This design comes from an exercise in tuning for small area and a short achievable clock period on the open sky130 flow, not from production work.
Where RTL was checked, it was by simulation tests only, not by an equivalence proof against the original.
No activity file was given, so power comes from the tool's default toggle rates.

// dc_blocker
module dc_blocker (
    input  wire               clk,
    input  wire               rst,        
    input  wire               in_valid,
    input  wire signed [39:0] x,
    input  wire               track,
    input  wire               load,
    input  wire        [2:0]  corner,
    output reg                out_valid,
    output reg  signed [39:0] y,
    output wire signed [71:0] base
);
    reg        busy;
    reg  [7:0] ph;           
    reg  [39:0] x_r;
    reg  [8:0] sel;          
    reg        b_zero, s_zero;
    reg  [2:0] wcount;
    wire last = ph[7];
    wire acc  = in_valid & ~rst & (~busy | last);
    wire spec = ~busy | last;                  
    wire load_r = sel[7];
    reg  [77:0] bph;
    reg  [51:0] sph;
    reg  [39:0] win0, win1, win2, win3, win4, win5, win6;
    assign base = bph[77:6];
    wire [9:0] r_nz, r_two, r_neg;
    assign r_nz[0]  = sel[0] | sel[2] | sel[3] | sel[4] | sel[6];
    assign r_two[0] = sel[0] | sel[2];
    assign r_neg[0] = sel[0] | sel[2] | sel[5] | sel[7] | sel[8];
    assign r_nz[1]  = sel[0] | sel[1] | sel[3] | sel[4] | sel[5] | sel[6];
    assign r_two[1] = sel[0] | sel[4] | sel[5];
    assign r_neg[1] = sel[0] | sel[1] | sel[3] | sel[4] | sel[6];
    assign r_nz[2]  = sel[1] | sel[2] | sel[3];
    assign r_two[2] = sel[3];
    assign r_neg[2] = sel[1];
    assign r_nz[3]  = sel[2] | sel[3] | sel[4];
    assign r_two[3] = sel[3];
    assign r_neg[3] = sel[2] | sel[3];
    assign r_nz[4]  = sel[0] | sel[2] | sel[4] | sel[5];
    assign r_two[4] = sel[0] | sel[2] | sel[5];
    assign r_neg[4] = sel[0] | sel[2] | sel[4];
    assign r_nz[5]  = sel[0] | sel[1] | sel[3] | sel[4] | sel[5] | sel[6];
    assign r_two[5] = sel[0] | sel[4] | sel[5];
  ...
Size: ~3300 cells after synthesis, ~590 flip-flops, about 160 I/O pins.
Settings: LEC_CHECK=0, ABC_AREA=1, CAP_MARGIN=20, CORE_MARGIN=2, CORE_UTILIZATION=40, SLEW_MARGIN=20; clock period 20.0 ns.
run.sh (not shown) runs the stock make flow with config.mk's settings and CLKGATE_MAP_FILE= SYNTH_SCRIPT=/design/flow/synth_recipe.tcl, a recipe that flattens the netlist after the stock synthesis.
The first run ran to the end with no violations.
Edit:
Settings changed: CORE_UTILIZATION 40 to 65.
What happened: Worst setup slack is worse by 54 ps; via count came out higher by about 8%; synthesized area does not change; power climbs by about 1.7%.
Edit:
Settings changed: ABC_AREA 1 to not set, CTS_BUF_LIST set to sky130_fd_sc_hd__clkbuf_4 sky130_fd_sc_hd__clkbuf_8.
- utilization hardly moves
- clock skew shrinks by 6.8 ps
- final cell count shrinks by about a fifth
- area after synthesis shrinks by a few percent
- count of clock-buffer cells in the layout grows by 44
- hold slack improved by 18 ps
- register-to-register slack got worse by 290 ps
- total power shrinks by roughly a tenth
- final area shrinks by a few percent
- critical path depth grows by 16
Edit:
Settings changed: CORE_UTILIZATION 65 to 40, CTS_BUF_LIST sky130_fd_sc_hd__clkbuf_4 sky130_fd_sc_hd__clkbuf_8 to not set.
What happened: The new run ran to the end with no violations; total power climbs by 3.8%; wire length went up by 10%; cell count rises by 11%; synthesized cell count is unchanged; fmax goes down by 1.7%; clock-buffer cell count went down by 52; setup slack loses 110 ps.
Function was not checked in any run of this note: the RTL went through the layout flow alone.

dc_blocker, a different RTL version from the one above (not shown whole).
Size: ~2500 cells after synthesis, roughly 160 I/O pins, about 31000 sq um of cells after synthesis.
Settings: LEC_CHECK=0, CAP_MARGIN=20, CORE_MARGIN=2, CORE_UTILIZATION=65, CTS_CLUSTER_DIAMETER=60, CTS_CLUSTER_SIZE=20, SLEW_MARGIN=20; clock period 20.0 ns.
standard.sh (not shown) runs the stock make flow with config.mk's settings and CLKGATE_MAP_FILE= SYNTH_SCRIPT=/design/flow/synth_recipe.tcl, a recipe that flattens the netlist after the stock synthesis.
==> flow/flow/run.sh <==
#!/bin/bash
set -e
export BUFFER_PORTS_ARGS="-buffer_cell sky130_fd_sc_hd__buf_2"
export SETUP_SLACK_MARGIN=14.7
bash standard.sh > standard.log 2>&1
==> next run, changes <==
--- a/flow/config.mk
+++ b/flow/config.mk
@@ -11,2 +11,2 @@
-export CTS_CLUSTER_DIAMETER = 60
-export CTS_CLUSTER_SIZE = 20
+export CTS_CLUSTER_DIAMETER = 75
+export CTS_CLUSTER_SIZE = 28
The changed run ran to the end with no violations.
Sequential power is about the same.
Non-clock buffer count climbs by 13.
Critical path depth does not change.
Synthesized area is unchanged.
Setup slack degrades by 0.047 ns.

== build 28 ==
dc_blocker again, from the RTL that the note above started with.
==> flow/config.mk <==
export PLATFORM = sky130hd
export DESIGN_NAME = dc_blocker
export DESIGN_NICKNAME = dc_blocker
export VERILOG_FILES = /design/flow/design.v
export SDC_FILE = /design/flow/constraint.sdc
export NUM_CORES = 4
export LEC_CHECK = 0
export CAP_MARGIN = 20
export CORE_MARGIN = 2
export CORE_UTILIZATION = 65
export CTS_BUF_LIST = sky130_fd_sc_hd__clkbuf_8 sky130_fd_sc_hd__clkbuf_16
export CTS_CLUSTER_DIAMETER = 60
export CTS_CLUSTER_SIZE = 20
export SLEW_MARGIN = 20
==> flow/constraint.sdc <==
create_clock -name core_clock -period 20.0 [get_ports {clk}]
set_input_delay 4.0000 -clock core_clock [delete_from_list [all_inputs] [get_ports {clk}]]
set_output_delay 4.0000 -clock core_clock [all_outputs]
set_load 0.01 [all_outputs]
Scripts as last shown in full above: flow/flow/run.sh
Build 28 completed every stage of the flow, and the final layout passed the timing, design-rule and antenna checks.
Changes in build 27 relative to build 28:
Settings: CTS_BUF_LIST: sky130_fd_sc_hd__clkbuf_8 sky130_fd_sc_hd__clkbuf_16 -> unset; CORE_UTILIZATION: 65 -> 70.
Findings:
Summary of build 27 over build 28: number of buffers inserted to repair setup after CTS -7, die area -7.0%, part of the power in the clock network -0.8 points, via count of the first global-routing pass +about 2%.
In the flow results for build 28 and build 27, the number of tapcells is larger on build 28.
Changes observed in build 27 relative to build 28: number of clock buffer instances in the layout shows an increase of 18, multi-input combinational cell area shows no meaningful change.
Input-level comparison between build 11 and build 27:
Settings: CORE_UTILIZATION: 70 -> 65; CTS_CLUSTER_SIZE: 20 -> unset; CTS_CLUSTER_DIAMETER: 60 -> unset.
==> flow/flow/run.sh <==
#!/bin/bash
set -e
export BUFFER_PORTS_ARGS="-buffer_cell sky130_fd_sc_hd__buf_1"
export SETUP_SLACK_MARGIN=14.7
bash standard.sh > standard.log 2>&1
Findings:
Of build 27 and build 11, the higher filler cell count belongs to build 11. Taking build 11 over build 27, the total power after layout ratio works out to 1.08. Build 11 vs. build 27: placement row count went up by 2.6%. In the metrics for build 27 and build 11, the one carrying the lower final instance area is build 27.
> inputs changed (build 11 -> build 33)
Settings: CTS_BUF_LIST newly set to sky130_fd_sc_hd__clkbuf_8.
==> flow/flow/run.sh <==
#!/bin/bash
set -e
export BUFFER_PORTS_ARGS="-buffer_cell sky130_fd_sc_hd__buf_2"
export SETUP_SLACK_MARGIN=14.8
bash standard.sh > standard.log 2>&1
==> comparison <==
Via count of the first global-routing pass of build 33 exceeds that of build 11 by a few percent.
For the combinational group share of total power, build 33 came in 2.1 points higher than build 11 did.
Build 11 -> build 33: number of routed nets with antenna violations delta 0, exact match
In the tables for build 11 and build 33, number of gates resized after cts reads higher with build 33.
As far as number of standard cells after synthesis is concerned, build 33 and build 11 perform about the same.
Summary of build 33 over build 11: global routing usage on met2 now sits at about the same level; final cell count without fillers now sits higher; sequential share of cell area now sits lower.

-- static timing again, ports no longer ideal --
No port has a modelled driver above. Below, the same layouts with a new extraction and two added sets of constraints.
Step 1 (the two cells are an assumption about what drives the block):
set clk [get_ports {clk}]
set_driving_cell -lib_cell sky130_fd_sc_hd__clkbuf_16 $clk
set_driving_cell -lib_cell sky130_fd_sc_hd__buf_2 [delete_from_list [all_inputs] $clk]
Step 2 adds t to the input delays and takes it off the output delays; t is the mean of the earliest and latest rising clock arrival at the registers after step 1. Input paths then give back, and output paths get back, about the clock's delay inside the block.
Three values: ideal ports, drivers, drivers and shift; two values: the first two.
run	t, ns	setup WS [ns]	hold WS [ns]
the first run of note 1	0.688	14.259 / 14.198 / 13.961	0.401 / 0.401 / 0.401
the second run of note 1	0.720	14.205 / 14.141 / 14.006	0.386 / 0.386 / 0.386
the third run of note 1	0.726	13.972 / 13.972 / 13.904	0.404 / 0.404 / 0.404
the fourth run of note 1	0.672	13.865 / 13.865 / 13.865	0.387 / 0.387 / 0.387
the first run of note 2	0.660	14.712 / 14.646 / 14.676	0.415 / 0.415 / 0.415
the second run of note 2	0.702	14.665 / 14.600 / 14.697	0.415 / 0.415 / 0.415
build 28	0.661	14.717 / 14.651 / 14.675	0.414 / 0.414 / 0.414
build 27	0.645	14.711 / 14.649 / 14.692	0.413 / 0.413 / 0.413
build 11	0.690	14.651 / 14.589 / 14.529	0.387 / 0.387 / 0.387
build 33	0.755	14.629 / 14.573 / 14.706	0.399 / 0.399 / 0.399
After both steps setup and hold are still met in every run listed. For the first run of note 1, which loses most, drivers alone change the setup slack by -0.061 ns; drivers and shift together by -0.298 ns.
